Source: an optimization exercise on an open RTL-to-GDS flow (aim: small area, a short achievable clock period and few clock cycles per item). Production flows keep margins and buffers that such runs may drop. Only simulation tests tie the RTL to the original design; equivalence was not proved. Power and IR drop assume default switching activity.

`design/flow/flow/run.sh`:
```
#!/bin/bash
# The standard layout (standard.sh), run unchanged apart from two
# settings passed through the environment:
#  - SETUP_SLACK_MARGIN: repair_timing treats every path with less than
#    this many ns of slack as one to improve, so the flow works towards a
#    shorter period than the 14 ns clock without changing the constraints;
#  - BUFFER_PORTS_ARGS: every input and output port still gets its own
#    buffer, a plain buf_2 instead of the delay cell buffer_ports picks.
# Each tool's output stays in ORFS's own log files under orfs/logs.
export SETUP_SLACK_MARGIN=10.15
export BUFFER_PORTS_ARGS="-buffer_cell sky130_fd_sc_hd__buf_2"
bash standard.sh > standard.log 2>&1
```
`design/flow/standard.sh`:
```
#!/bin/bash
# synth_recipe.tcl (not shown) runs the flow's synth.tcl, then flattens the netlist and writes it again
# the make line also repeats each setting of config.mk as NAME=value (left out here)
make -C /OpenROAD-flow-scripts/flow DESIGN_CONFIG=/design/flow/config.mk WORK_HOME=/design/flow/orfs CLKGATE_MAP_FILE= SYNTH_SCRIPT=/design/flow/synth_recipe.tcl "${@:-finish}"
```
`design/flow/config.mk`:
```
export PLATFORM = sky130hd
export DESIGN_NAME = traj_eval
export DESIGN_NICKNAME = traj_eval
export VERILOG_FILES = /design/flow/design.v
export SDC_FILE = /design/flow/constraint.sdc
export NUM_CORES = 4
export LEC_CHECK = 0
export CAP_MARGIN = 20
export CORE_MARGIN = 2
export CORE_UTILIZATION = 40
export PLACE_DENSITY = 0.5
export SLEW_MARGIN = 20
export SYNTH_HIERARCHICAL = 1
```
`design/flow/constraint.sdc`:
```
create_clock -name core_clock -period 14.0 [get_ports {clk}]
set_input_delay 2.8000 -clock core_clock [delete_from_list [all_inputs] [get_ports {clk}]]
set_output_delay 2.8000 -clock core_clock [all_outputs]
set_load 0.01 [all_outputs]
```
`design/flow/design.v`:
```
module traj_eval (
    input             clk,
    input             rst,
    input             in_valid,
    output            in_ready,
    input      [63:0] t,
    input      [63:0] s,
    input      [31:0] dur,
    input      [31:0] p0,
    input      [31:0] c1,
    input      [31:0] c2,
    input      [31:0] c3,
    output reg        out_valid,
    output     [31:0] p_cmd
);
    reg         ready_r;
    assign in_ready = ready_r;
    wire        accept = in_valid & ready_r;
    localparam [1:0] F_IDLE = 2'd0,
                     F_C1   = 2'd1,
                     F_DIV  = 2'd2,
                     F_DONE = 2'd3;
    reg  [1:0]  fst;
    reg  [3:0]  dcnt;
    reg  [31:0] dlo;
    reg  [7:0]  glo;
    reg  [7:0]  phi;
    reg  [6:0]  ghi;
    reg  [7:0]  z1p;
    reg         m0, m1;
    reg  [31:0] dur_r;
    wire [31:0] th = t[63:32];
    wire [31:0] sh = s[63:32];
    wire [31:0] z1b;
    genvar      gz;
    generate
        for (gz = 0; gz < 32; gz = gz + 1) begin : g_z1
            if (gz == 0) begin : g_b0
                assign z1b[gz] = th[0] ^ sh[0];
            end else begin : g_bi
                assign z1b[gz] = (th[gz] ~^ sh[gz]) ~^ (th[gz-1] | ~sh[gz-1]);
            end
        end
    endgenerate
    integer     ci;
    always @(posedge clk) begin
        for (ci = 0; ci < 8; ci = ci + 1) begin
            dlo[4*ci +: 4] <= t[4*ci +: 4] - s[4*ci +: 4];
            glo[ci]        <= t[4*ci +: 4] < s[4*ci +: 4];
            phi[ci]        <= th[4*ci +: 4] == sh[4*ci +: 4];
            z1p[ci]        <= &z1b[4*ci +: 4];
        end
        for (ci = 0; ci < 7; ci = ci + 1)
            ghi[ci] <= th[4*ci +: 4] < sh[4*ci +: 4];
        m0    <= th[31] ^ sh[31] ^ (th[30:28] <  sh[30:28]);
        m1    <= th[31] ^ sh[31] ^ (th[30:28] <= sh[30:28]);
        dur_r <= dur;
    end
    reg  [31:0] dlow;
    reg  [8:0]  bch;
    reg  [7:0]  bhi;
    integer     cj;
    always @(*) begin
        bch[0] = 1'b0;
        for (cj = 0; cj < 8; cj = cj + 1) begin
            dlow[4*cj +: 4] = dlo[4*cj +: 4] - {3'd0, bch[cj]};
            bch[cj+1]       = glo[cj] | ((dlo[4*cj +: 4] == 4'd0) & bch[cj]);
        end
        bhi[0] = bch[8];
        for (cj = 0; cj < 7; cj = cj + 1)
            bhi[cj+1] = ghi[cj] | (phi[cj] & bhi[cj]);
    end
    wire        early_c = bhi[7] ? m1 : m0;
    wire        hz_c    = bch[8] ? (&z1p) : (&phi);
    reg         early_r;    
    reg         hz_r;       
    reg  [32:0] r;          
    reg  [23:0] q;          
    reg  [33:0] d3;         
    wire [34:0] dd    = {3'b000, dur_r};
    wire [34:0] dd3   = {1'b0, d3};
    reg         n0x, n0y_n;
    wire        n0    = r[32];
    wire [34:0] r2    = {r[32], r, 1'b0};
    wire [34:0] r4    = {r, 2'b00};
    wire [34:0] sa    = r2 + (n0 ? dd  : ~dd)  + {34'd0, ~n0};        
    wire [34:0] sx    = r4 + (n0x ? dd  : ~dd3) + {34'd0, ~n0x};     
    wire [34:0] sy    = r4 + (~n0y_n ? dd3 : ~dd) + {34'd0, n0y_n};  
    wire        n1    = sa[34];
    wire [34:0] sb    = n1 ? sy : sx;
    wire [33:0] d3n = {1'b0, dur_r, 1'b0} + {2'b00, dur_r};
    reg         force0, force1;
    wire [23:0] u_fin  = force0 ? 24'd0 : force1 ? 24'hFFFFFF : q;
    wire [25:0] q3     = {2'b00, q} + {1'b0, q, 1'b0};
    wire [25:0] u3_fin = force0 ? 26'd0 : force1 ? 26'h2FFFFFD : q3;
    wire        f_last = (fst == F_DIV) && (dcnt == 4'd11);
    wire        f_done_soon = (fst == F_DONE) | f_last;
    always @(posedge clk) begin
        if (rst || !in_valid) begin
            fst <= F_IDLE;
        end else begin
            case (fst)
                F_IDLE: fst <= F_C1;
                F_C1:   fst <= F_DIV;
                F_DIV:  if (dcnt == 4'd11) fst <= F_DONE;
                F_DONE: if (accept) fst <= F_IDLE;
                default: fst <= F_IDLE;
            endcase
        end
    end
    always @(posedge clk) begin
        d3    <= d3n;
        n0x   <= (fst == F_DIV) & sb[34];
        n0y_n <= ~((fst == F_DIV) & sb[34]);
        case (fst)
            F_C1: begin
                r       <= {1'b0, dlow};
                early_r <= early_c;
                hz_r    <= hz_c;
                dcnt    <= 4'd0;
            end
            F_DIV: begin
                if (dcnt == 4'd0) begin
                    force0 <= (dur_r == 32'd0) | early_r;
                    force1 <= ~hz_r | (r[31:0] >= dur_r);
                end
                r    <= sb[32:0];
                q    <= {q[21:0], ~n1, ~sb[34]};
                dcnt <= dcnt + 4'd1;
            end
            default: ;
        endcase
    end
    reg         busy;
    reg  [3:0]  bcnt;           
    reg  [23:0] bu;             
    reg  [25:0] bu3;            
    reg  [7:0]  bun;            
    reg  [31:0] k2, k1, k0;     
    reg         ld;             
    always @(posedge clk) begin
        if (ld) begin
            bu  <= u_fin;
            bu3 <= u3_fin;
            bun <= 8'd0 - u_fin[7:0];
            k2  <= c2;
            k1  <= c1;
            k0  <= p0;
        end
    end
    wire        busy_next = rst ? 1'b0 :
                            accept ? 1'b1 :
                            (busy & (bcnt != 4'd14));
    wire [3:0]  bcnt_next = ld ? 4'd0 : (bcnt + 4'd1);
    wire        free_soon = ~busy | (bcnt == 4'd13) | (bcnt == 4'd14);
    wire        load_next = ~rst & ~ready_r & f_done_soon & free_soon;
    reg         c_clr;      
    reg         c_sx;       
    reg  [8:0]  c_k;        
    reg         c_n;        
    reg  [1:0]  c_step;
    reg         c_wide;     
    reg  [15:0] sl0, sl1, sl2, sl3, sl4;
    reg  [7:0]  sl5;
    reg         sgn;
    wire        sx_nx  = (bcnt_next == 4'd2) | (bcnt_next == 4'd3) | (bcnt_next == 4'd8);
    wire        sgn_nx = c_sx ? sgn : sl0[15];
    wire [15:0] sl0_nx = ld ? c3[15:0] : sl1;
    wire [15:0] d_nx   = sx_nx ? {16{sgn_nx}} : sl0_nx;
    reg  [7:0]  ps_a, ps_b, ps_c;    
    integer     cp;
    always @(posedge clk) begin
        for (cp = 0; cp < 8; cp = cp + 1) begin
            ps_a[cp] <= d_nx[2*cp] & ~d_nx[2*cp+1];
            ps_b[cp] <= ~d_nx[2*cp] & d_nx[2*cp+1];
            ps_c[cp] <= d_nx[2*cp] & d_nx[2*cp+1];
        end
    end
    always @(posedge clk) begin
        busy    <= busy_next;
        bcnt    <= bcnt_next;
        ready_r <= load_next & in_valid;
        ld      <= load_next;
        c_clr   <= (bcnt_next == 4'd0) | (bcnt_next == 4'd4) | (bcnt_next == 4'd9);
        c_sx    <= sx_nx;
        c_k[0]  <= (bcnt_next == 4'd1);
        c_k[1]  <= (bcnt_next == 4'd2);
        c_k[2]  <= (bcnt_next == 4'd3);
        c_k[3]  <= (bcnt_next == 4'd7);
        c_k[4]  <= (bcnt_next == 4'd8);
        c_k[5]  <= (bcnt_next == 4'd8);
        c_k[6]  <= (bcnt_next == 4'd13);
        c_k[7]  <= (bcnt_next == 4'd14);
        c_k[8]  <= (bcnt_next == 4'd14);
        c_n     <= ((bcnt_next == 4'd8) | (bcnt_next == 4'd14)) & d_nx[15];
        c_step  <= (bcnt_next <= 4'd3) ? 2'd1 : (bcnt_next <= 4'd8) ? 2'd2 : 2'd3;
        c_wide  <= (bcnt_next == 4'd8) | (bcnt_next == 4'd14);
    end
    wire [23:0] cdig = ({24{c_k[0]}} & {8'h00, k2[7:0], 8'h00}) |
                       ({24{c_k[1]}} & {8'h00, k2[23:8]}) |
                       ({24{c_k[2]}} & {8'h00, {8{k2[31]}}, k2[31:24]}) |
                       ({24{c_k[3]}} & {8'h00, k1[15:0]}) |
                       ({24{c_k[4]}} & {8'h00, k1[31:16]}) |
                       ({24{c_k[5]}} & {{8{k1[31]}}, 16'h0000}) |
                       ({24{c_k[6]}} & {8'h00, k0[7:0], 8'h00}) |
                       ({24{c_k[7]}} & {8'h00, k0[23:8]}) |
                       ({24{c_k[8]}} & {k0[31:24], 16'h0000});
    wire [23:0] cdig_n = ~cdig;
    wire [7:0]  nrow_n = ~({8{c_n}} & bun);
    reg  [24:0] acc_s_n, acc_c_n;
    wire [24:0] am_s_n = acc_s_n | {25{c_clr}};
    wire [24:0] am_c_n = acc_c_n | {25{c_clr}};
    wire [25:0] bu1 = {2'b00, bu};
    wire [25:0] bu2 = {1'b0, bu, 1'b0};
    wire [25:0] pp_n0 = ~(({26{ps_a[0]}} & bu1) | ({26{ps_b[0]}} & bu2) | ({26{ps_c[0]}} & bu3));
    wire [25:0] pp_n1 = ~(({26{ps_a[1]}} & bu1) | ({26{ps_b[1]}} & bu2) | ({26{ps_c[1]}} & bu3));
    wire [25:0] pp_n2 = ~(({26{ps_a[2]}} & bu1) | ({26{ps_b[2]}} & bu2) | ({26{ps_c[2]}} & bu3));
    wire [25:0] pp_n3 = ~(({26{ps_a[3]}} & bu1) | ({26{ps_b[3]}} & bu2) | ({26{ps_c[3]}} & bu3));
    wire [25:0] pp_n4 = ~(({26{ps_a[4]}} & bu1) | ({26{ps_b[4]}} & bu2) | ({26{ps_c[4]}} & bu3));
    wire [25:0] pp_n5 = ~(({26{ps_a[5]}} & bu1) | ({26{ps_b[5]}} & bu2) | ({26{ps_c[5]}} & bu3));
    wire [25:0] pp_n6 = ~(({26{ps_a[6]}} & bu1) | ({26{ps_b[6]}} & bu2) | ({26{ps_c[6]}} & bu3));
    wire [25:0] pp_n7 = ~(({26{ps_a[7]}} & bu1) | ({26{ps_b[7]}} & bu2) | ({26{ps_c[7]}} & bu3));
    wire [40:0] ts_n, tc_n;
    wire w1, w2;
    assign w1 = ~(am_s_n[12] ^ am_c_n[12]);
    assign w2 = am_s_n[12] | am_c_n[12];
    wire w3, w4;
    traj_fa u_w3 (.a(am_s_n[13]), .b(am_c_n[13]), .c(cdig_n[13]), .s(w3), .co(w4));
    wire w5, w6;
    traj_fa u_w5 (.a(am_s_n[14]), .b(am_c_n[14]), .c(cdig_n[14]), .s(w5), .co(w6));
    wire w7, w8;
    assign w7 = ~(pp_n0[14] ^ pp_n1[12]);
    assign w8 = pp_n0[14] | pp_n1[12];
    wire w9, w10;
    traj_fa u_w9 (.a(am_s_n[15]), .b(am_c_n[15]), .c(cdig_n[15]), .s(w9), .co(w10));
    wire w11, w12;
    traj_fa u_w11 (.a(pp_n0[15]), .b(pp_n1[13]), .c(pp_n2[11]), .s(w11), .co(w12));
    wire w13, w14;
    traj_fa u_w13 (.a(am_s_n[16]), .b(am_c_n[16]), .c(cdig_n[16]), .s(w13), .co(w14));
    wire w15, w16;
    traj_fa u_w15 (.a(nrow_n[0]), .b(pp_n0[16]), .c(pp_n1[14]), .s(w15), .co(w16));
    wire w17, w18;
    assign w17 = ~(pp_n2[12] ^ pp_n3[10]);
    assign w18 = pp_n2[12] | pp_n3[10];
    wire w19, w20;
    traj_fa u_w19 (.a(am_s_n[17]), .b(am_c_n[17]), .c(cdig_n[17]), .s(w19), .co(w20));
    wire w21, w22;
    traj_fa u_w21 (.a(nrow_n[1]), .b(pp_n0[17]), .c(pp_n1[15]), .s(w21), .co(w22));
    wire w23, w24;
    traj_fa u_w23 (.a(pp_n2[13]), .b(pp_n3[11]), .c(pp_n4[9]), .s(w23), .co(w24));
    wire w25, w26;
    traj_fa u_w25 (.a(am_s_n[18]), .b(am_c_n[18]), .c(cdig_n[18]), .s(w25), .co(w26));
    wire w27, w28;
    traj_fa u_w27 (.a(nrow_n[2]), .b(pp_n0[18]), .c(pp_n1[16]), .s(w27), .co(w28));
    wire w29, w30;
    traj_fa u_w29 (.a(pp_n2[14]), .b(pp_n3[12]), .c(pp_n4[10]), .s(w29), .co(w30));
    wire w31, w32;
    traj_fa u_w31 (.a(am_s_n[19]), .b(am_c_n[19]), .c(cdig_n[19]), .s(w31), .co(w32));
    wire w33, w34;
    traj_fa u_w33 (.a(nrow_n[3]), .b(pp_n0[19]), .c(pp_n1[17]), .s(w33), .co(w34));
    wire w35, w36;
    traj_fa u_w35 (.a(pp_n2[15]), .b(pp_n3[13]), .c(pp_n4[11]), .s(w35), .co(w36));
    wire w37, w38;
    traj_fa u_w37 (.a(am_s_n[20]), .b(am_c_n[20]), .c(cdig_n[20]), .s(w37), .co(w38));
    wire w39, w40;
    traj_fa u_w39 (.a(nrow_n[4]), .b(pp_n0[20]), .c(pp_n1[18]), .s(w39), .co(w40));
    wire w41, w42;
    traj_fa u_w41 (.a(pp_n2[16]), .b(pp_n3[14]), .c(pp_n4[12]), .s(w41), .co(w42));
    wire w43, w44;
    traj_fa u_w43 (.a(am_s_n[21]), .b(am_c_n[21]), .c(cdig_n[21]), .s(w43), .co(w44));
    wire w45, w46;
    traj_fa u_w45 (.a(nrow_n[5]), .b(pp_n0[21]), .c(pp_n1[19]), .s(w45), .co(w46));
    wire w47, w48;
    traj_fa u_w47 (.a(pp_n2[17]), .b(pp_n3[15]), .c(pp_n4[13]), .s(w47), .co(w48));
    wire w49, w50;
    traj_fa u_w49 (.a(am_s_n[22]), .b(am_c_n[22]), .c(cdig_n[22]), .s(w49), .co(w50));
    wire w51, w52;
    traj_fa u_w51 (.a(nrow_n[6]), .b(pp_n0[22]), .c(pp_n1[20]), .s(w51), .co(w52));
    wire w53, w54;
    traj_fa u_w53 (.a(pp_n2[18]), .b(pp_n3[16]), .c(pp_n4[14]), .s(w53), .co(w54));
    wire w55, w56;
    traj_fa u_w55 (.a(am_s_n[23]), .b(am_c_n[23]), .c(cdig_n[23]), .s(w55), .co(w56));
    wire w57, w58;
    traj_fa u_w57 (.a(nrow_n[7]), .b(pp_n0[23]), .c(pp_n1[21]), .s(w57), .co(w58));
    wire w59, w60;
    traj_fa u_w59 (.a(pp_n2[19]), .b(pp_n3[17]), .c(pp_n4[15]), .s(w59), .co(w60));
    wire w61, w62;
    traj_fa u_w61 (.a(am_s_n[24]), .b(am_c_n[24]), .c(pp_n0[24]), .s(w61), .co(w62));
    wire w63, w64;
    traj_fa u_w63 (.a(pp_n1[22]), .b(pp_n2[20]), .c(pp_n3[18]), .s(w63), .co(w64));
    wire w65, w66;
    assign w65 = ~(pp_n0[25] ^ pp_n1[23]);
    assign w66 = pp_n0[25] | pp_n1[23];
    wire w67, w68;
    assign w67 = ~(am_s_n[6] ^ am_c_n[6]);
    assign w68 = am_s_n[6] | am_c_n[6];
    wire w69, w70;
    traj_fa u_w69 (.a(am_s_n[7]), .b(am_c_n[7]), .c(cdig_n[7]), .s(w69), .co(w70));
    wire w71, w72;
    traj_fa u_w71 (.a(am_s_n[8]), .b(am_c_n[8]), .c(cdig_n[8]), .s(w71), .co(w72));
    wire w73, w74;
    assign w73 = ~(pp_n0[8] ^ pp_n1[6]);
    assign w74 = pp_n0[8] | pp_n1[6];
    wire w75, w76;
    traj_fa u_w75 (.a(am_s_n[9]), .b(am_c_n[9]), .c(cdig_n[9]), .s(w75), .co(w76));
    wire w77, w78;
    traj_fa u_w77 (.a(pp_n0[9]), .b(pp_n1[7]), .c(pp_n2[5]), .s(w77), .co(w78));
    wire w79, w80;
    traj_fa u_w79 (.a(am_s_n[10]), .b(am_c_n[10]), .c(cdig_n[10]), .s(w79), .co(w80));
    wire w81, w82;
    traj_fa u_w81 (.a(pp_n0[10]), .b(pp_n1[8]), .c(pp_n2[6]), .s(w81), .co(w82));
    wire w83, w84;
    assign w83 = ~(pp_n3[4] ^ pp_n4[2]);
    assign w84 = pp_n3[4] | pp_n4[2];
    wire w85, w86;
    traj_fa u_w85 (.a(am_s_n[11]), .b(am_c_n[11]), .c(cdig_n[11]), .s(w85), .co(w86));
    wire w87, w88;
    traj_fa u_w87 (.a(pp_n0[11]), .b(pp_n1[9]), .c(pp_n2[7]), .s(w87), .co(w88));
    wire w89, w90;
    traj_fa u_w89 (.a(pp_n3[5]), .b(pp_n4[3]), .c(pp_n5[1]), .s(w89), .co(w90));
    wire w91, w92;
    traj_fa u_w91 (.a(cdig_n[12]), .b(w1), .c(pp_n0[12]), .s(w91), .co(w92));
    wire w93, w94;
    traj_fa u_w93 (.a(pp_n1[10]), .b(pp_n2[8]), .c(pp_n3[6]), .s(w93), .co(w94));
    wire w95, w96;
    traj_fa u_w95 (.a(pp_n4[4]), .b(pp_n5[2]), .c(pp_n6[0]), .s(w95), .co(w96));
    wire w97, w98;
    traj_fa u_w97 (.a(w2), .b(pp_n0[13]), .c(pp_n1[11]), .s(w97), .co(w98));
    wire w99, w100;
    traj_fa u_w99 (.a(pp_n2[9]), .b(pp_n3[7]), .c(pp_n4[5]), .s(w99), .co(w100));
    wire w101, w102;
    traj_fa u_w101 (.a(pp_n5[3]), .b(pp_n6[1]), .c(w3), .s(w101), .co(w102));
    wire w103, w104;
    traj_fa u_w103 (.a(pp_n2[10]), .b(pp_n3[8]), .c(pp_n4[6]), .s(w103), .co(w104));
    wire w105, w106;
    traj_fa u_w105 (.a(pp_n5[4]), .b(pp_n6[2]), .c(pp_n7[0]), .s(w105), .co(w106));
    wire w107, w108;
    traj_fa u_w107 (.a(w4), .b(w5), .c(w7), .s(w107), .co(w108));
    wire w109, w110;
    traj_fa u_w109 (.a(pp_n3[9]), .b(pp_n4[7]), .c(pp_n5[5]), .s(w109), .co(w110));
    wire w111, w112;
    traj_fa u_w111 (.a(pp_n6[3]), .b(pp_n7[1]), .c(w6), .s(w111), .co(w112));
    wire w113, w114;
    traj_fa u_w113 (.a(w9), .b(w8), .c(w11), .s(w113), .co(w114));
    wire w115, w116;
    traj_fa u_w115 (.a(pp_n4[8]), .b(pp_n5[6]), .c(pp_n6[4]), .s(w115), .co(w116));
    wire w117, w118;
    traj_fa u_w117 (.a(pp_n7[2]), .b(w10), .c(w13), .s(w117), .co(w118));
    wire w119, w120;
    traj_fa u_w119 (.a(w17), .b(w12), .c(w15), .s(w119), .co(w120));
    wire w121, w122;
    traj_fa u_w121 (.a(pp_n5[7]), .b(pp_n6[5]), .c(pp_n7[3]), .s(w121), .co(w122));
    wire w123, w124;
    traj_fa u_w123 (.a(w14), .b(w19), .c(w18), .s(w123), .co(w124));
    wire w125, w126;
    traj_fa u_w125 (.a(w16), .b(w21), .c(w23), .s(w125), .co(w126));
    wire w127, w128;
    traj_fa u_w127 (.a(pp_n5[8]), .b(pp_n6[6]), .c(pp_n7[4]), .s(w127), .co(w128));
    wire w129, w130;
    traj_fa u_w129 (.a(w20), .b(w25), .c(w22), .s(w129), .co(w130));
    wire w131, w132;
    traj_fa u_w131 (.a(w24), .b(w27), .c(w29), .s(w131), .co(w132));
    wire w133, w134;
    traj_fa u_w133 (.a(pp_n5[9]), .b(pp_n6[7]), .c(pp_n7[5]), .s(w133), .co(w134));
    wire w135, w136;
    traj_fa u_w135 (.a(w26), .b(w31), .c(w28), .s(w135), .co(w136));
    wire w137, w138;
    traj_fa u_w137 (.a(w30), .b(w33), .c(w35), .s(w137), .co(w138));
    wire w139, w140;
    traj_fa u_w139 (.a(pp_n5[10]), .b(pp_n6[8]), .c(pp_n7[6]), .s(w139), .co(w140));
    wire w141, w142;
    traj_fa u_w141 (.a(w32), .b(w37), .c(w34), .s(w141), .co(w142));
    wire w143, w144;
    traj_fa u_w143 (.a(w36), .b(w39), .c(w41), .s(w143), .co(w144));
    wire w145, w146;
    traj_fa u_w145 (.a(pp_n5[11]), .b(pp_n6[9]), .c(pp_n7[7]), .s(w145), .co(w146));
    wire w147, w148;
    traj_fa u_w147 (.a(w38), .b(w43), .c(w40), .s(w147), .co(w148));
    wire w149, w150;
    traj_fa u_w149 (.a(w42), .b(w45), .c(w47), .s(w149), .co(w150));
    wire w151, w152;
    traj_fa u_w151 (.a(pp_n5[12]), .b(pp_n6[10]), .c(pp_n7[8]), .s(w151), .co(w152));
    wire w153, w154;
    traj_fa u_w153 (.a(w44), .b(w49), .c(w46), .s(w153), .co(w154));
    wire w155, w156;
    traj_fa u_w155 (.a(w48), .b(w51), .c(w53), .s(w155), .co(w156));
    wire w157, w158;
    traj_fa u_w157 (.a(pp_n5[13]), .b(pp_n6[11]), .c(pp_n7[9]), .s(w157), .co(w158));
    wire w159, w160;
    traj_fa u_w159 (.a(w50), .b(w55), .c(w52), .s(w159), .co(w160));
    wire w161, w162;
    traj_fa u_w161 (.a(w54), .b(w57), .c(w59), .s(w161), .co(w162));
    wire w163, w164;
    traj_fa u_w163 (.a(pp_n4[16]), .b(pp_n5[14]), .c(pp_n6[12]), .s(w163), .co(w164));
    wire w165, w166;
    traj_fa u_w165 (.a(pp_n7[10]), .b(w56), .c(w58), .s(w165), .co(w166));
    wire w167, w168;
    traj_fa u_w167 (.a(w60), .b(w61), .c(w63), .s(w167), .co(w168));
    wire w169, w170;
    traj_fa u_w169 (.a(pp_n2[21]), .b(pp_n3[19]), .c(pp_n4[17]), .s(w169), .co(w170));
    wire w171, w172;
    traj_fa u_w171 (.a(pp_n5[15]), .b(pp_n6[13]), .c(pp_n7[11]), .s(w171), .co(w172));
    wire w173, w174;
    traj_fa u_w173 (.a(w65), .b(w62), .c(w64), .s(w173), .co(w174));
    wire w175, w176;
    traj_fa u_w175 (.a(pp_n1[24]), .b(pp_n2[22]), .c(pp_n3[20]), .s(w175), .co(w176));
    wire w177, w178;
    traj_fa u_w177 (.a(pp_n4[18]), .b(pp_n5[16]), .c(pp_n6[14]), .s(w177), .co(w178));
    wire w179, w180;
    assign w179 = ~(pp_n7[12] ^ w66);
    assign w180 = pp_n7[12] | w66;
    wire w181, w182;
    traj_fa u_w181 (.a(pp_n1[25]), .b(pp_n2[23]), .c(pp_n3[21]), .s(w181), .co(w182));
    wire w183, w184;
    traj_fa u_w183 (.a(pp_n4[19]), .b(pp_n5[17]), .c(pp_n6[15]), .s(w183), .co(w184));
    wire w185, w186;
    traj_fa u_w185 (.a(pp_n2[24]), .b(pp_n3[22]), .c(pp_n4[20]), .s(w185), .co(w186));
    wire w187, w188;
    assign w187 = ~(pp_n2[25] ^ pp_n3[23]);
    assign w188 = pp_n2[25] | pp_n3[23];
    wire w189, w190;
    assign w189 = ~(am_s_n[2] ^ am_c_n[2]);
    assign w190 = am_s_n[2] | am_c_n[2];
    wire w191, w192;
    traj_fa u_w191 (.a(am_s_n[3]), .b(am_c_n[3]), .c(cdig_n[3]), .s(w191), .co(w192));
    wire w193, w194;
    traj_fa u_w193 (.a(am_s_n[4]), .b(am_c_n[4]), .c(cdig_n[4]), .s(w193), .co(w194));
    wire w195, w196;
    assign w195 = ~(pp_n0[4] ^ pp_n1[2]);
    assign w196 = pp_n0[4] | pp_n1[2];
    wire w197, w198;
    traj_fa u_w197 (.a(am_s_n[5]), .b(am_c_n[5]), .c(cdig_n[5]), .s(w197), .co(w198));
    wire w199, w200;
    traj_fa u_w199 (.a(pp_n0[5]), .b(pp_n1[3]), .c(pp_n2[1]), .s(w199), .co(w200));
    wire w201, w202;
    traj_fa u_w201 (.a(cdig_n[6]), .b(w67), .c(pp_n0[6]), .s(w201), .co(w202));
    wire w203, w204;
    traj_fa u_w203 (.a(pp_n1[4]), .b(pp_n2[2]), .c(pp_n3[0]), .s(w203), .co(w204));
    wire w205, w206;
    traj_fa u_w205 (.a(w68), .b(pp_n0[7]), .c(pp_n1[5]), .s(w205), .co(w206));
    wire w207, w208;
    traj_fa u_w207 (.a(pp_n2[3]), .b(pp_n3[1]), .c(w69), .s(w207), .co(w208));
    wire w209, w210;
    traj_fa u_w209 (.a(pp_n2[4]), .b(pp_n3[2]), .c(pp_n4[0]), .s(w209), .co(w210));
    wire w211, w212;
    traj_fa u_w211 (.a(w70), .b(w71), .c(w73), .s(w211), .co(w212));
    wire w213, w214;
    traj_fa u_w213 (.a(pp_n3[3]), .b(pp_n4[1]), .c(w72), .s(w213), .co(w214));
    wire w215, w216;
    traj_fa u_w215 (.a(w75), .b(w74), .c(w77), .s(w215), .co(w216));
    wire w217, w218;
    traj_fa u_w217 (.a(pp_n5[0]), .b(w76), .c(w79), .s(w217), .co(w218));
    wire w219, w220;
    traj_fa u_w219 (.a(w83), .b(w78), .c(w81), .s(w219), .co(w220));
    wire w221, w222;
    traj_fa u_w221 (.a(w80), .b(w85), .c(w84), .s(w221), .co(w222));
    wire w223, w224;
    traj_fa u_w223 (.a(w82), .b(w87), .c(w89), .s(w223), .co(w224));
    wire w225, w226;
    traj_fa u_w225 (.a(w86), .b(w88), .c(w90), .s(w225), .co(w226));
    wire w227, w228;
    traj_fa u_w227 (.a(w91), .b(w93), .c(w95), .s(w227), .co(w228));
    wire w229, w230;
    traj_fa u_w229 (.a(w92), .b(w94), .c(w96), .s(w229), .co(w230));
    wire w231, w232;
    traj_fa u_w231 (.a(w97), .b(w99), .c(w101), .s(w231), .co(w232));
    wire w233, w234;
    traj_fa u_w233 (.a(w98), .b(w100), .c(w103), .s(w233), .co(w234));
    wire w235, w236;
    traj_fa u_w235 (.a(w105), .b(w102), .c(w107), .s(w235), .co(w236));
    wire w237, w238;
    traj_fa u_w237 (.a(w104), .b(w106), .c(w109), .s(w237), .co(w238));
    wire w239, w240;
    traj_fa u_w239 (.a(w111), .b(w108), .c(w113), .s(w239), .co(w240));
    wire w241, w242;
    traj_fa u_w241 (.a(w110), .b(w115), .c(w112), .s(w241), .co(w242));
    wire w243, w244;
    traj_fa u_w243 (.a(w117), .b(w114), .c(w119), .s(w243), .co(w244));
    wire w245, w246;
    traj_fa u_w245 (.a(w116), .b(w121), .c(w118), .s(w245), .co(w246));
    wire w247, w248;
    traj_fa u_w247 (.a(w123), .b(w120), .c(w125), .s(w247), .co(w248));
    wire w249, w250;
    traj_fa u_w249 (.a(w122), .b(w127), .c(w124), .s(w249), .co(w250));
    wire w251, w252;
    traj_fa u_w251 (.a(w126), .b(w129), .c(w131), .s(w251), .co(w252));
    wire w253, w254;
    traj_fa u_w253 (.a(w128), .b(w133), .c(w130), .s(w253), .co(w254));
    wire w255, w256;
    traj_fa u_w255 (.a(w132), .b(w135), .c(w137), .s(w255), .co(w256));
    wire w257, w258;
    traj_fa u_w257 (.a(w134), .b(w139), .c(w136), .s(w257), .co(w258));
    wire w259, w260;
    traj_fa u_w259 (.a(w138), .b(w141), .c(w143), .s(w259), .co(w260));
    wire w261, w262;
    traj_fa u_w261 (.a(w140), .b(w145), .c(w142), .s(w261), .co(w262));
    wire w263, w264;
    traj_fa u_w263 (.a(w144), .b(w147), .c(w149), .s(w263), .co(w264));
    wire w265, w266;
    traj_fa u_w265 (.a(w146), .b(w151), .c(w148), .s(w265), .co(w266));
    wire w267, w268;
    traj_fa u_w267 (.a(w150), .b(w153), .c(w155), .s(w267), .co(w268));
    wire w269, w270;
    traj_fa u_w269 (.a(w152), .b(w157), .c(w154), .s(w269), .co(w270));
    wire w271, w272;
    traj_fa u_w271 (.a(w156), .b(w159), .c(w161), .s(w271), .co(w272));
    wire w273, w274;
    traj_fa u_w273 (.a(w158), .b(w163), .c(w160), .s(w273), .co(w274));
    wire w275, w276;
    traj_fa u_w275 (.a(w162), .b(w165), .c(w167), .s(w275), .co(w276));
    wire w277, w278;
    traj_fa u_w277 (.a(w164), .b(w169), .c(w171), .s(w277), .co(w278));
    wire w279, w280;
    traj_fa u_w279 (.a(w166), .b(w168), .c(w173), .s(w279), .co(w280));
    wire w281, w282;
    traj_fa u_w281 (.a(w170), .b(w172), .c(w175), .s(w281), .co(w282));
    wire w283, w284;
    traj_fa u_w283 (.a(w177), .b(w179), .c(w174), .s(w283), .co(w284));
    wire w285, w286;
    traj_fa u_w285 (.a(pp_n7[13]), .b(w176), .c(w178), .s(w285), .co(w286));
    wire w287, w288;
    traj_fa u_w287 (.a(w181), .b(w183), .c(w180), .s(w287), .co(w288));
    wire w289, w290;
    traj_fa u_w289 (.a(pp_n5[18]), .b(pp_n6[16]), .c(pp_n7[14]), .s(w289), .co(w290));
    wire w291, w292;
    traj_fa u_w291 (.a(w182), .b(w184), .c(w185), .s(w291), .co(w292));
    wire w293, w294;
    traj_fa u_w293 (.a(pp_n4[21]), .b(pp_n5[19]), .c(pp_n6[17]), .s(w293), .co(w294));
    wire w295, w296;
    traj_fa u_w295 (.a(pp_n7[15]), .b(w187), .c(w186), .s(w295), .co(w296));
    wire w297, w298;
    traj_fa u_w297 (.a(pp_n3[24]), .b(pp_n4[22]), .c(pp_n5[20]), .s(w297), .co(w298));
    wire w299, w300;
    traj_fa u_w299 (.a(pp_n6[18]), .b(pp_n7[16]), .c(w188), .s(w299), .co(w300));
    wire w301, w302;
    traj_fa u_w301 (.a(pp_n3[25]), .b(pp_n4[23]), .c(pp_n5[21]), .s(w301), .co(w302));
    wire w303, w304;
    assign w303 = ~(pp_n6[19] ^ pp_n7[17]);
    assign w304 = pp_n6[19] | pp_n7[17];
    wire w305, w306;
    traj_fa u_w305 (.a(pp_n4[24]), .b(pp_n5[22]), .c(pp_n6[20]), .s(w305), .co(w306));
    wire w307, w308;
    assign w307 = ~(pp_n4[25] ^ pp_n5[23]);
    assign w308 = pp_n4[25] | pp_n5[23];
    wire w309, w310;
    assign w309 = ~(am_s_n[0] ^ am_c_n[0]);
    assign w310 = am_s_n[0] | am_c_n[0];
    wire w311, w312;
    traj_fa u_w311 (.a(am_s_n[1]), .b(am_c_n[1]), .c(cdig_n[1]), .s(w311), .co(w312));
    wire w313, w314;
    traj_fa u_w313 (.a(cdig_n[2]), .b(w189), .c(pp_n0[2]), .s(w313), .co(w314));
    wire w315, w316;
    traj_fa u_w315 (.a(w190), .b(pp_n0[3]), .c(pp_n1[1]), .s(w315), .co(w316));
    wire w317, w318;
    traj_fa u_w317 (.a(pp_n2[0]), .b(w192), .c(w193), .s(w317), .co(w318));
    wire w319, w320;
    traj_fa u_w319 (.a(w194), .b(w197), .c(w196), .s(w319), .co(w320));
    wire w321, w322;
    traj_fa u_w321 (.a(w198), .b(w200), .c(w201), .s(w321), .co(w322));
    wire w323, w324;
    traj_fa u_w323 (.a(w202), .b(w204), .c(w205), .s(w323), .co(w324));
    wire w325, w326;
    traj_fa u_w325 (.a(w206), .b(w209), .c(w208), .s(w325), .co(w326));
    wire w327, w328;
    traj_fa u_w327 (.a(w210), .b(w213), .c(w212), .s(w327), .co(w328));
    wire w329, w330;
    traj_fa u_w329 (.a(w214), .b(w217), .c(w216), .s(w329), .co(w330));
    wire w331, w332;
    traj_fa u_w331 (.a(w218), .b(w221), .c(w220), .s(w331), .co(w332));
    wire w333, w334;
    traj_fa u_w333 (.a(w222), .b(w224), .c(w225), .s(w333), .co(w334));
    wire w335, w336;
    traj_fa u_w335 (.a(w226), .b(w228), .c(w229), .s(w335), .co(w336));
    wire w337, w338;
    traj_fa u_w337 (.a(w230), .b(w233), .c(w232), .s(w337), .co(w338));
    wire w339, w340;
    traj_fa u_w339 (.a(w234), .b(w237), .c(w236), .s(w339), .co(w340));
    wire w341, w342;
    traj_fa u_w341 (.a(w238), .b(w241), .c(w240), .s(w341), .co(w342));
    wire w343, w344;
    traj_fa u_w343 (.a(w242), .b(w245), .c(w244), .s(w343), .co(w344));
    wire w345, w346;
    traj_fa u_w345 (.a(w246), .b(w249), .c(w248), .s(w345), .co(w346));
    wire w347, w348;
    traj_fa u_w347 (.a(w250), .b(w252), .c(w253), .s(w347), .co(w348));
    wire w349, w350;
    traj_fa u_w349 (.a(w254), .b(w256), .c(w257), .s(w349), .co(w350));
    wire w351, w352;
    traj_fa u_w351 (.a(w258), .b(w260), .c(w261), .s(w351), .co(w352));
    wire w353, w354;
    traj_fa u_w353 (.a(w262), .b(w264), .c(w265), .s(w353), .co(w354));
    wire w355, w356;
    traj_fa u_w355 (.a(w266), .b(w268), .c(w269), .s(w355), .co(w356));
    wire w357, w358;
    traj_fa u_w357 (.a(w270), .b(w272), .c(w273), .s(w357), .co(w358));
    wire w359, w360;
    traj_fa u_w359 (.a(w277), .b(w274), .c(w276), .s(w359), .co(w360));
    wire w361, w362;
    traj_fa u_w361 (.a(w278), .b(w281), .c(w280), .s(w361), .co(w362));
    wire w363, w364;
    traj_fa u_w363 (.a(w282), .b(w285), .c(w287), .s(w363), .co(w364));
    wire w365, w366;
    traj_fa u_w365 (.a(w289), .b(w286), .c(w291), .s(w365), .co(w366));
    wire w367, w368;
    traj_fa u_w367 (.a(w290), .b(w293), .c(w292), .s(w367), .co(w368));
    wire w369, w370;
    traj_fa u_w369 (.a(w294), .b(w297), .c(w299), .s(w369), .co(w370));
    wire w371, w372;
    traj_fa u_w371 (.a(w303), .b(w298), .c(w301), .s(w371), .co(w372));
    wire w373, w374;
    traj_fa u_w373 (.a(pp_n7[18]), .b(w304), .c(w302), .s(w373), .co(w374));
    wire w375, w376;
    traj_fa u_w375 (.a(pp_n6[21]), .b(pp_n7[19]), .c(w307), .s(w375), .co(w376));
    wire w377, w378;
    traj_fa u_w377 (.a(pp_n5[24]), .b(pp_n6[22]), .c(pp_n7[20]), .s(w377), .co(w378));
    wire w379, w380;
    assign w379 = ~(pp_n5[25] ^ pp_n6[23]);
    assign w380 = pp_n5[25] | pp_n6[23];
    wire w381, w382;
    assign w381 = ~(cdig_n[0] ^ w309);
    assign w382 = cdig_n[0] | w309;
    wire w383, w384;
    traj_fa u_w383 (.a(w310), .b(pp_n0[1]), .c(w311), .s(w383), .co(w384));
    wire w385, w386;
    traj_fa u_w385 (.a(pp_n1[0]), .b(w312), .c(w313), .s(w385), .co(w386));
    wire w387, w388;
    traj_fa u_w387 (.a(w191), .b(w314), .c(w315), .s(w387), .co(w388));
    wire w389, w390;
    traj_fa u_w389 (.a(w195), .b(w316), .c(w317), .s(w389), .co(w390));
    wire w391, w392;
    traj_fa u_w391 (.a(w199), .b(w318), .c(w319), .s(w391), .co(w392));
    wire w393, w394;
    traj_fa u_w393 (.a(w203), .b(w320), .c(w321), .s(w393), .co(w394));
    wire w395, w396;
    traj_fa u_w395 (.a(w207), .b(w322), .c(w323), .s(w395), .co(w396));
    wire w397, w398;
    traj_fa u_w397 (.a(w211), .b(w324), .c(w325), .s(w397), .co(w398));
    wire w399, w400;
    traj_fa u_w399 (.a(w215), .b(w326), .c(w327), .s(w399), .co(w400));
    wire w401, w402;
    traj_fa u_w401 (.a(w219), .b(w328), .c(w329), .s(w401), .co(w402));
    wire w403, w404;
    traj_fa u_w403 (.a(w223), .b(w330), .c(w331), .s(w403), .co(w404));
    wire w405, w406;
    traj_fa u_w405 (.a(w227), .b(w332), .c(w333), .s(w405), .co(w406));
    wire w407, w408;
    traj_fa u_w407 (.a(w231), .b(w334), .c(w335), .s(w407), .co(w408));
    wire w409, w410;
    traj_fa u_w409 (.a(w235), .b(w336), .c(w337), .s(w409), .co(w410));
    wire w411, w412;
    traj_fa u_w411 (.a(w239), .b(w338), .c(w339), .s(w411), .co(w412));
    wire w413, w414;
    traj_fa u_w413 (.a(w243), .b(w340), .c(w341), .s(w413), .co(w414));
    wire w415, w416;
    traj_fa u_w415 (.a(w247), .b(w342), .c(w343), .s(w415), .co(w416));
    wire w417, w418;
    traj_fa u_w417 (.a(w251), .b(w344), .c(w345), .s(w417), .co(w418));
    wire w419, w420;
    traj_fa u_w419 (.a(w255), .b(w346), .c(w347), .s(w419), .co(w420));
    wire w421, w422;
    traj_fa u_w421 (.a(w259), .b(w348), .c(w349), .s(w421), .co(w422));
    wire w423, w424;
    traj_fa u_w423 (.a(w263), .b(w350), .c(w351), .s(w423), .co(w424));
    wire w425, w426;
    traj_fa u_w425 (.a(w267), .b(w352), .c(w353), .s(w425), .co(w426));
    wire w427, w428;
    traj_fa u_w427 (.a(w271), .b(w354), .c(w355), .s(w427), .co(w428));
    wire w429, w430;
    traj_fa u_w429 (.a(w275), .b(w356), .c(w357), .s(w429), .co(w430));
    wire w431, w432;
    traj_fa u_w431 (.a(w279), .b(w358), .c(w359), .s(w431), .co(w432));
    wire w433, w434;
    traj_fa u_w433 (.a(w283), .b(w360), .c(w361), .s(w433), .co(w434));
    wire w435, w436;
    traj_fa u_w435 (.a(w284), .b(w363), .c(w362), .s(w435), .co(w436));
    wire w437, w438;
    traj_fa u_w437 (.a(w288), .b(w365), .c(w364), .s(w437), .co(w438));
    wire w439, w440;
    traj_fa u_w439 (.a(w295), .b(w366), .c(w367), .s(w439), .co(w440));
    wire w441, w442;
    traj_fa u_w441 (.a(w296), .b(w369), .c(w368), .s(w441), .co(w442));
    wire w443, w444;
    traj_fa u_w443 (.a(w300), .b(w371), .c(w370), .s(w443), .co(w444));
    wire w445, w446;
    traj_fa u_w445 (.a(w305), .b(w372), .c(w373), .s(w445), .co(w446));
    wire w447, w448;
    traj_fa u_w447 (.a(w306), .b(w375), .c(w374), .s(w447), .co(w448));
    wire w449, w450;
    traj_fa u_w449 (.a(w308), .b(w377), .c(w376), .s(w449), .co(w450));
    wire w451, w452;
    traj_fa u_w451 (.a(pp_n7[21]), .b(w379), .c(w378), .s(w451), .co(w452));
    wire w453, w454;
    traj_fa u_w453 (.a(pp_n6[24]), .b(pp_n7[22]), .c(w380), .s(w453), .co(w454));
    wire w455, w456;
    assign w455 = ~(pp_n6[25] ^ pp_n7[23]);
    assign w456 = pp_n6[25] | pp_n7[23];
    assign ts_n[0] = w381;
    assign tc_n[0] = pp_n0[0];
    assign ts_n[1] = w382;
    assign tc_n[1] = w383;
    assign ts_n[2] = w384;
    assign tc_n[2] = w385;
    assign ts_n[3] = w386;
    assign tc_n[3] = w387;
    assign ts_n[4] = w388;
    assign tc_n[4] = w389;
    assign ts_n[5] = w390;
    assign tc_n[5] = w391;
    assign ts_n[6] = w392;
    assign tc_n[6] = w393;
    assign ts_n[7] = w394;
    assign tc_n[7] = w395;
    assign ts_n[8] = w396;
    assign tc_n[8] = w397;
    assign ts_n[9] = w398;
    assign tc_n[9] = w399;
    assign ts_n[10] = w400;
    assign tc_n[10] = w401;
    assign ts_n[11] = w402;
    assign tc_n[11] = w403;
    assign ts_n[12] = w404;
    assign tc_n[12] = w405;
    assign ts_n[13] = w406;
    assign tc_n[13] = w407;
    assign ts_n[14] = w408;
    assign tc_n[14] = w409;
    assign ts_n[15] = w410;
    assign tc_n[15] = w411;
    assign ts_n[16] = w412;
    assign tc_n[16] = w413;
    assign ts_n[17] = w414;
    assign tc_n[17] = w415;
    assign ts_n[18] = w416;
    assign tc_n[18] = w417;
    assign ts_n[19] = w418;
    assign tc_n[19] = w419;
    assign ts_n[20] = w420;
    assign tc_n[20] = w421;
    assign ts_n[21] = w422;
    assign tc_n[21] = w423;
    assign ts_n[22] = w424;
    assign tc_n[22] = w425;
    assign ts_n[23] = w426;
    assign tc_n[23] = w427;
    assign ts_n[24] = w428;
    assign tc_n[24] = w429;
    assign ts_n[25] = w430;
    assign tc_n[25] = w431;
    assign ts_n[26] = w432;
    assign tc_n[26] = w433;
    assign ts_n[27] = w434;
    assign tc_n[27] = w435;
    assign ts_n[28] = w436;
    assign tc_n[28] = w437;
    assign ts_n[29] = w438;
    assign tc_n[29] = w439;
    assign ts_n[30] = w440;
    assign tc_n[30] = w441;
    assign ts_n[31] = w442;
    assign tc_n[31] = w443;
    assign ts_n[32] = w444;
    assign tc_n[32] = w445;
    assign ts_n[33] = w446;
    assign tc_n[33] = w447;
    assign ts_n[34] = w448;
    assign tc_n[34] = w449;
    assign ts_n[35] = w450;
    assign tc_n[35] = w451;
    assign ts_n[36] = w452;
    assign tc_n[36] = w453;
    assign ts_n[37] = w454;
    assign tc_n[37] = w455;
    assign ts_n[38] = w456;
    assign tc_n[38] = pp_n7[24];
    assign ts_n[39] = pp_n7[25];
    assign tc_n[39] = 1'b1;
    assign ts_n[40] = 1'b1;
    assign tc_n[40] = 1'b1;
    reg  [15:0] lo_s_n, lo_c_n;
    reg         cy;
    reg         w_first, w_last, w_valid, w_wide;
    reg  [1:0]  w_step;
    wire [24:0] dsum_n = {1'b0, acc_s_n[7:0] | {8{~w_wide}}, lo_s_n} +
                         {1'b0, acc_c_n[7:0] | {8{~w_wide}}, lo_c_n} +
                         {24'd0, ~(cy & ~w_first)};
    wire [23:0] dig    = ~dsum_n[23:0];
    always @(posedge clk) begin
        acc_s_n <= ts_n[40:16];
        acc_c_n <= tc_n[40:16];
        lo_s_n  <= ts_n[15:0];
        lo_c_n  <= tc_n[15:0];
        w_first <= c_clr;
        w_step  <= c_step;
        w_wide  <= c_wide;
        sgn     <= sgn_nx;
        cy      <= ~dsum_n[16];
        sl0     <= sl0_nx;
        sl1     <= ld ? c3[31:16] : sl2;
        sl2     <= (w_step == 2'd1) ? dig[15:0] : sl3;
        sl3     <= (w_step == 2'd2) ? dig[15:0] : sl4;
        sl4     <= (w_step == 2'd3) ? dig[15:0] :
                   w_wide ? {{8{dig[23]}}, dig[23:16]} : {{8{sl5[7]}}, sl5};
        sl5     <= dig[23:16];
    end
    always @(posedge clk) begin
        if (rst) begin
            w_valid   <= 1'b0;
            w_last    <= 1'b0;
            out_valid <= 1'b0;
        end else begin
            w_valid   <= busy;
            w_last    <= busy & (bcnt == 4'd14);
            out_valid <= w_valid & w_last;
        end
    end
    assign p_cmd = {sl5, sl4, sl3[15:8]};
endmodule
module traj_fa (
    input  a,
    input  b,
    input  c,
    output s,
    output co
);
    assign s  = a ^ b ^ c;
    assign co = (a & b) | (a & c) | (b & c);
endmodule
```
==> results of run 1 <==
==> power by group <==
part           internal, uW  switching (uW)
clock                  1080             759
sequential             2180             299
combinational          2540            3200
==> routing by layer <==
layer | vias up | global-route usage, %
met5 | - | 0
li1 | 13605 | -
met2 | 1053 | 41.6
met1 | 13975 | 30.8
met4 | 12 | 6.92
met3 | 193 | 4.12
==> stage by stage <==
step | cell area [um2] | utilization (%)
2_1_floorplan | 37300 | -
3_3_place_gp | 39900 | 43.4
3_5_place_dp | 39900 | 43.4
4_1_cts | 42900 | 46.6
5_1_grt | 43200 | 46.9
6_report | 43200 | 46.9
==> Yosys stat by module, one instance, submodules excluded <==
module / flip-flops and latches / area, um2 / times used / cells
traj_fa: 0 / 20.0 / 211 / 1
traj_eval: 557 / 33000 / 1 / 3380
==> timing repair <==
item	in CTS	in global routing
endpoints found under the hold margin	0	0
setup buffers	15	17
cloned	1	1
gates resized for setup	120	34
hold buffers	0	0
pin swaps	0	7
endpoints found under the setup margin	103	79
==> registers in the layout, indices dropped and copies added (netlist names), 23 cells and up <==
register	flops
dur_r	32
k0	32
bu3	26
d3	34
k1	32
q	24
k2	32
bu	24
dlo	32
r	33
acc_s_n	24
acc_c_n	23
==> layout make-up <==
class / count / area [um2] / area share, %
Antenna cell: 2 / 5.00 / 0.0116
Clock buffer: 96 / 1930 / 4.47
Clock inverter: 32 / 425 / 0.986
Inverter: 303 / 1140 / 2.64
Multi-Input combinational cell: 2538 / 22200 / 51.5
Sequential cell: 557 / 13400 / 31.1
Tap cell: 1243 / 1560 / 3.60
Timing Repair Buffer: 392 / 2440 / 5.65
Timing Repair inverter: 1 / 7.51 / 0.0174
==> cells by family (layout without fill, tap and decap cells) <==
family          Yosys count  after routing  share of synthesized area [%]
compound gates          924            924                           17.9
buf+inv                 498            824                           5.20
flops                   557            557                           35.8
simple gates            719            719                           9.36
other cells               1              5                         0.0101
mux                      82             82                           2.35
xor+xnor                227            227                           5.34
fa+ha+maj               583            583                           24.1
==> layout by cell type (no fill, tap or decap), drive strengths merged, types with 31 or more instances in the layout <==
cell type,n
a21o,101
a21oi,222
a222oi,192
a22oi,38
buf,391
clkbuf,97
dfxtp,339
edfxtp,218
fa,223
ha,360
inv,302
mux2,42
mux2i,40
nand2,174
nand2b,43
nor2,236
nor3,31
o21ai,149
or2,48
xnor2,171
xor2,56
==> how the worst max path moves through the flow <==
stage	startpoint	endpoint	slack (ns)	cells after the start
floorplan	t[61]	m1	10.18	7
global placement	r[32]	r[24]	8.66	15
detailed placement	r[32]	r[24]	8.60	14
CTS	sl5[4]	p_cmd[28]	10.04	1
global route	sl5[4]	p_cmd[28]	10.04	1
finish	sl5[4]	p_cmd[28]	10.08	1
==> key figures, run 1 <==
Global routing
  • Global Route Usage Sum: 24.0%
  • Initial antenna violation count: 8
  • Largest net degree at the start of global routing: between 150 and 200
  • First-pass GRT wire length: 175 mm
  • Vias in the first global route: 28863
  • Total gr overflow: 0

Logic synthesis
  • Post-Syn Area: around 37000 um2
  • Post-synth top cells: ha_1, dfxtp_1, inv_1
  • Yosys top cell by area: dfxtp_1
  • Ys Warns: 7
  • Synth top area cells: dfxtp_1, edfxtp_1, ha_1, fa_1, a222oi_1
  • Yosys top cell area share: 18.2%
  • FF+latch count, synth: 557
  • Register area share after synthesis: 35.8%
  • Synth async-reset ratio: 0%
  • Ys flop type: dfxtp_1
  • Most common cell in the netlist: ha_1
  • Post-Syn Instances: 3591
  • Synth Area per Inst: 10.4 um2
  • Yosys cell types: 90
  • Number of synthesized flops with an enable pin: 218

Floorplan
  • Die W: roughly 310 um
  • Core area: 91900 um2
  • Area of the die: 95600 um2
  • Floorplan row count: 111
  • Starting Density: roughly two fifths
  • Die Ht: 309 um
  • Io pins: 325

Power
  • Peak VDD IR: around 0.15 mV
  • Total power: 10100 uW
  • Static Leak: 0.0178 uW
  • PwrDens: 233 nW/um2

Setup path
  • Startpoint Class: flop
  • Setup CP Type: reg -> out
  • Reg2reg start: bu[21]
  • Crit path max fanout: 2
  • Crit Reg-Reg Endpoint: acc_c_n[8]
  • CP arrival: 1.12 ns
  • Crit path cell chain: buf_6
  • Number of buffers and inverters on the critical path: 1
  • Endpoint required time on the critical path: 11.20 ns
  • Worst r2r path cells: 6
  • CP top delay family: flip-flops
  • Worst setup EP type: output port
  • CP peak stage delay: 0.36 ns
  • Slowest cell on the critical path: dfxtp_4
  • Worst R2R Setup Slack: approximately 10 ns

Routing
  • Met2 wire length: 56.7 mm
  • DR vias: between 20000 and 30000
  • Final ANT Viol Nets: 0
  • Initial DRC Count: 3433
  • Pre-Repair DR Iteration Count: 12
  • DR WL met3: 7.39 mm
  • DR vias/cell: 5.58
  • Top Metal Used: met5
  • DR WL/cell: 22.4 um
  • DRC viols: 0
  • Overall routed net length: 116 mm
  • Met1 wire length: 48.2 mm

CTS
  • CTS Buf Count: ~70
  • Clock tree buffer depth: 3
  • CTS sink cnt: about 560
  • Worst skew pair latency: ~0.66 ns
  • CTS clk-pin slew, worst paths: 0.06 ns
  • CTS tree: built
  • H-Tree Depth: 3
  • CTS root buffer: clkbuf_16

STA
  • Final period util: 28.0%
  • Setup Skew: 0.0400 ns
  • Worst Max-Slew Pin Slew: 1.11 ns
  • Hold Slack: 0.325 ns
  • Period minus WS final: 3.92 ns
  • Count of final hold-check violations: 0
  • Final setup viols: 0
  • Max Clock Freq: ~0.26 GHz
  • Slew Limit Fails: 0
  • Worst slew margin: 26.1%
  • Setup TNS: 0 ns
  • RSZ-0062 raised after global routing: true
  • Final worst setup slack: 10.08 ns

Final layout
  • Filler cells: between 8000 and 9000
  • Layout Nets: 4736
  • Share of cells above drive strength 1: 17.9%
  • Fin cells: roughly 5200
  • Area growth from synthesis to layout: 15.8%

Job
  • Max-Cap Viols: 0

Run status
  • Outcome: complete, no violations

Min path
  • Hold endpoint: w_wide
  • Hold depth: 0
  • Start point of the worst hold path: c_wide
  • Hold Path Class: reg -> reg

Place
  • DP Wirelength: approximately 86 mm
  • Setup WS pre-CTS: 8.60 ns
  • Placed insts: 5000
  • # port buffers: 324
  • GPL Wtd Cong: 0.881
Testbench counts, summed over its fixed seeds: cycles 48,136, items 3,200.
==> run 2: changes to the inputs <==
--- a/design/flow/flow/run.sh
+++ b/design/flow/flow/run.sh
@@ -7,6 +7,6 @@
 #  - BUFFER_PORTS_ARGS: every input and output port still gets its own
-#    buffer, a plain buf_2 instead of the delay cell buffer_ports picks.
+#    buffer, a plain buf_1 instead of the delay cell buffer_ports picks.
 # Each tool's output stays in ORFS's own log files under orfs/logs.
 export SETUP_SLACK_MARGIN=10.15
-export BUFFER_PORTS_ARGS="-buffer_cell sky130_fd_sc_hd__buf_2"
+export BUFFER_PORTS_ARGS="-buffer_cell sky130_fd_sc_hd__buf_1"
 bash standard.sh > standard.log 2>&1
--- a/design/flow/config.mk
+++ b/design/flow/config.mk
@@ -9,4 +9,4 @@
 export CORE_MARGIN = 2
-export CORE_UTILIZATION = 40
-export PLACE_DENSITY = 0.5
+export CORE_UTILIZATION = 50
+export PLACE_DENSITY = 0.55
 export SLEW_MARGIN = 20
==> run 2 against run 1 <==
  * Final cell count fell by 5.5%
  * Largest power group unchanged
  * First-iteration DRC count grew 5.3%
  * Count of clock-buffer cells in the layout decreased by 7
  * Cell area fell by 1.9%
  * Still clean
==> key figures, run 2 <==
STA
  • Period minus WS final: 3.90 ns (-0.0151 ns)
  • Final setup viols: 0 (unchanged)
  • Final period util: 27.9% (-0.11 points)
  • Setup Skew: 0.0514 ns (+0.0113 ns)
  • Max Clock Freq: 0.256 GHz (+0.39%)
  • Worst slew margin: 30.7% (+4.6 points)
  • Count of final hold-check violations: 0 (unchanged)
  • RSZ-0062 raised after global routing: true
  • Slew Limit Fails: 0 (unchanged)
  • Worst Max-Slew Pin Slew: 1.04 ns (-0.0697 ns)
  • Setup TNS: 0 ns (unchanged)

Floorplan
  • Io pins: 325 (unchanged)
  • Core area: 74100 um2 (-19%)
  • Floorplan row count: 100 (-9.9%)
  • Starting Density: 50.3% (+9.8 points)
  • Die Ht: 277 um (-10%)
  • Area of the die: 76700 um2 (-20%)
  • Die W: 277 um (-10%)

Final layout
  • FF+latch area: 13400 um2 (about the same)
  • Most flops, register: d3
  • Max reg flops: 34 (unchanged)
  • Post-layout util: 57.2% (+10 points)
  • Share of cells above drive strength 1: 10.1% (-7.8 points)
  • Filler cells: 6415 (-27%)
  • Layout Nets: 4729 (-0.15%)
  • Commonest non-fill, non-tap cell in the layout: ha_1
  • Area growth from synthesis to layout: 13.6%
  • Most frequent cells in the layout: ha_1, inv_1, dfxtp_1, buf_1, nor2_1
  • Area occupied by multi-input gates: 22200 um2 (-0.20%)
  • Leading registers by flop count: d3: 34 flops, r: 33 flops

CTS
  • H-Tree Depth: 3 (unchanged)
  • CTS clk-pin slew, worst paths: 0.06 ns (about the same)
  • Worst skew pair latency: 0.63 ns (-0.03 ns)
  • CTS Buf Count: 66 (-4.3%)
  • CTS tree: built
  • Clock tree buffer depth: 3 (unchanged)
  • CTS sink cnt: 557 (unchanged)
  • CTS root buffer: clkbuf_16

Logic synthesis
  • Adder-Cell Fraction of Synth Area: 24.1% (unchanged)
  • Multiplexer area fraction after synthesis: 2.35% (unchanged)
  • Number of synthesized flops with an enable pin: 218 (unchanged)
  • Ys Warns: 7 (unchanged)
  • FF+latch count, synth: 557 (unchanged)
  • Yosys top cell by area: dfxtp_1
  • Synth top area cells: dfxtp_1, edfxtp_1, ha_1, fa_1, a222oi_1
  • Synth Area in Compound Gates: 17.9% (unchanged)
  • Post-synth top cells: ha_1, dfxtp_1, inv_1
  • Most common cell in the netlist: ha_1
  • Simple-Gate Fraction of Synth Area: 9.36% (unchanged)
  • Post-Syn Area: 37300 um2 (unchanged)
  • Yosys cell types: 90 (unchanged)
  • Synth async-reset ratio: 0% (unchanged)
  • Synth Area per Inst: 10.4 um2 (unchanged)
  • Yosys top cell area share: 18.2% (unchanged)
  • Register area share after synthesis: 35.8% (unchanged)
  • Largest family of logic cells by synthesized area: adder cells
  • Post-Syn Instances: 3591 (unchanged)
  • Post-Synth XOR/XNOR Area: 5.34% (unchanged)
  • Ys flop type: dfxtp_1

Setup path
  • CP arrival: 1.10 ns (-0.02 ns)
  • Crit Reg-Reg Endpoint: acc_c_n[3]
  • Worst R2R Setup Slack: 10.20 ns (-0.02 ns)
  • CP Launch Point: sl5[0]
  • CP peak stage delay: 0.36 ns (about the same)
  • Crit path max fanout: 3 (+1)
  • Number of buffers and inverters on the critical path: 1 (unchanged)
  • Crit path cell chain: buf_6
  • Worst setup EP type: output port
  • Worst r2r path cells: 6 (unchanged)
  • Slowest cell on the critical path: dfxtp_4
  • Startpoint Class: flop
  • Endpoint required time on the critical path: 11.20 ns (about the same)
  • Crit path to: p_cmd[24]
  • CP top delay family: flip-flops
  • Reg2reg start: bu[8]
  • Levels on crit path: 1 (unchanged)
  • Setup CP Type: reg -> out

Global routing
  • Global Route Usage Sum: 29.9% (+5.8 points)
  • Largest net degree at the start of global routing: 85 (-55%)
  • Vias in the first global route: 30192 (+4.6%)
  • First-pass GRT wire length: 177 mm (+1.2%)
  • Initial antenna violation count: 6 (-2)
  • Total gr overflow: 0 (unchanged)

Routing
  • Overall routed net length: 117 mm (+1.4%)
  • DRC viols: 0 (unchanged)
  • Pre-Repair DR Iteration Count: 14 (+2)
  • DR vias: 29724 (+3.1%)
  • Final ANT Viol Nets: 0 (unchanged)
  • Initial DRC Count: 3615 (+5.3%)
  • DR vias/cell: 6.09 (+9.1%)
  • DR WL/cell: 24.0 um (+7.3%)

Min path
  • Hold Path Class: reg -> reg
  • Start point of the worst hold path: c_wide
  • Hold depth: 0 (unchanged)

Run status
  • Outcome: complete, no violations

Power
  • Peak VDD IR: 0.192 mV (+25%)
  • Static Leak: 0.0170 uW (-4.6%)
  • PwrDens: 243 nW/um2 (+4.4%)

Place
  • DP Wirelength: 87.3 mm (+1.9%)
  • GPL Wtd Cong: 0.937 (+6.3%)
  • # port buffers: 324 (unchanged)

Job
  • Max-Cap Viols: 0 (unchanged)
run 2: changes by cell type in the layout (fill, tap and decap cells not counted), moves of 3 or more:
cell	delta
buf_2	-291
clkbuf_1	-5
buf_8	-3
a21oi_1	+4
clkbuf_8	-3
bufinv_16	+3
clkinv_4	-3
clkinvlp_4	-5
buf_1	+290
run 2: repair_timing:
action	CTS	global route
pin swaps	0	8
gates cloned	0	1
hold buffers	0	0
gates resized for setup	133	41
buffers inserted	6	19
setup endpoints to repair	88	70
run 2: metrics by stage:
| step | area [um2] | power (uW) | setup WS [ns] | cells | hold WS, ns |
|---|---|---|---|---|---|
| 6_report | 42300 | 10300 | 10.10 | 4879 | 0.325 |
| 2_1_floorplan | 37300 | 6200 | 10.18 | 3593 | 0.310 |
| 3_5_place_dp | 39200 | 8270 | 9.18 | 4730 | 0.312 |
| 4_1_cts | 42000 | 10300 | 10.06 | 4856 | 0.325 |
| 3_3_place_gp | 39200 | 8220 | 9.17 | 4730 | 0.315 |
| 5_1_grt | 42300 | 11000 | 10.02 | 4878 | 0.342 |
run 2: power by group:
group | total (uW) | internal (uW) | switching, uW
Clock | 1850 | 1110 | 737
Combinational | 6000 | 2590 | 3410
Sequential | 2450 | 2180 | 273
Total | 10300 | 5880 | 4420
run 2: how the worst min path moves through the flow:
stage | endpoint | slack (ns)
finish | w_wide | 0.32
global route | w_step[1] | 0.34
CTS | w_wide | 0.33
detailed placement | w_wide | 0.31
global placement | w_wide | 0.32
floorplan | w_step[0] | 0.31
run 2: cells by family (layout without fill, tap and decap cells):
family,count (synthesis),after routing
compound gates,924,924
simple gates,719,719
fa+ha+maj,583,583
flops,557,557
buf+inv,498,812
xor+xnor,227,227
mux,82,82
other cells,1,6
run 2: layer usage:
layer  vias to the layer above  share of wire (%)  wire, um  global-route usage [%]
li1                      13593                  -         -                       -
met2                      1296                 49     57600                    51.4
met3                       296                7.3      8520                    5.16
met1                     14533                 39     45900                    37.2
met4                         6                4.4      5190                    12.4
met5                         -              0.034        40                       0
run 2: area by class of cell:
cell class | count | share of cell area (%)
diodes | 3 | 0.0177
inverters | 303 | 2.69
well taps | 969 | 2.86
clock buffers | 89 | 4.47
multi-input cells | 2538 | 52.4
clock inverters | 31 | 1.08
flip-flops and latches | 557 | 31.7
repair buffers | 389 | 4.79
run 2: per-module statistics from Yosys, one instance, submodules excluded:
module	flip-flops and latches	cells	cell area (um2)	times used
traj_eval	557	3380	33000	1
traj_fa	0	1	20.0	211

## port drivers added, routing unchanged
No port has a modelled driver above. Below, the same layouts with a new extraction and two added sets of constraints.
Step 1 assumes that a clkbuf_16 drives the clock port and a buf_2 every other input.
Step 2 also shifts input and output timing later by t, the mid clock arrival at the registers, as if the neighbouring blocks saw the same clock.
Slacks: no drivers / after step 1 / after step 2; pairs: no drivers / after step 1.
run | t, ns | slack for setup (ns) | clock arrival spread, ns | worst data-port slew with drivers (ns) | pins driven straight from the clock port
run 1 | 0.705 | 10.082 / 10.017 / 9.927 | 0.044 / 0.044 | 0.12 | 1
run 2 | 0.677 | 10.098 / 10.031 / 9.905 | 0.053 / 0.052 | 0.15 | 1
After both steps setup and hold are still met in every run listed. The setup slack of run 2, which loses most, moves by -0.067 ns with the drivers and by -0.193 ns with both steps.
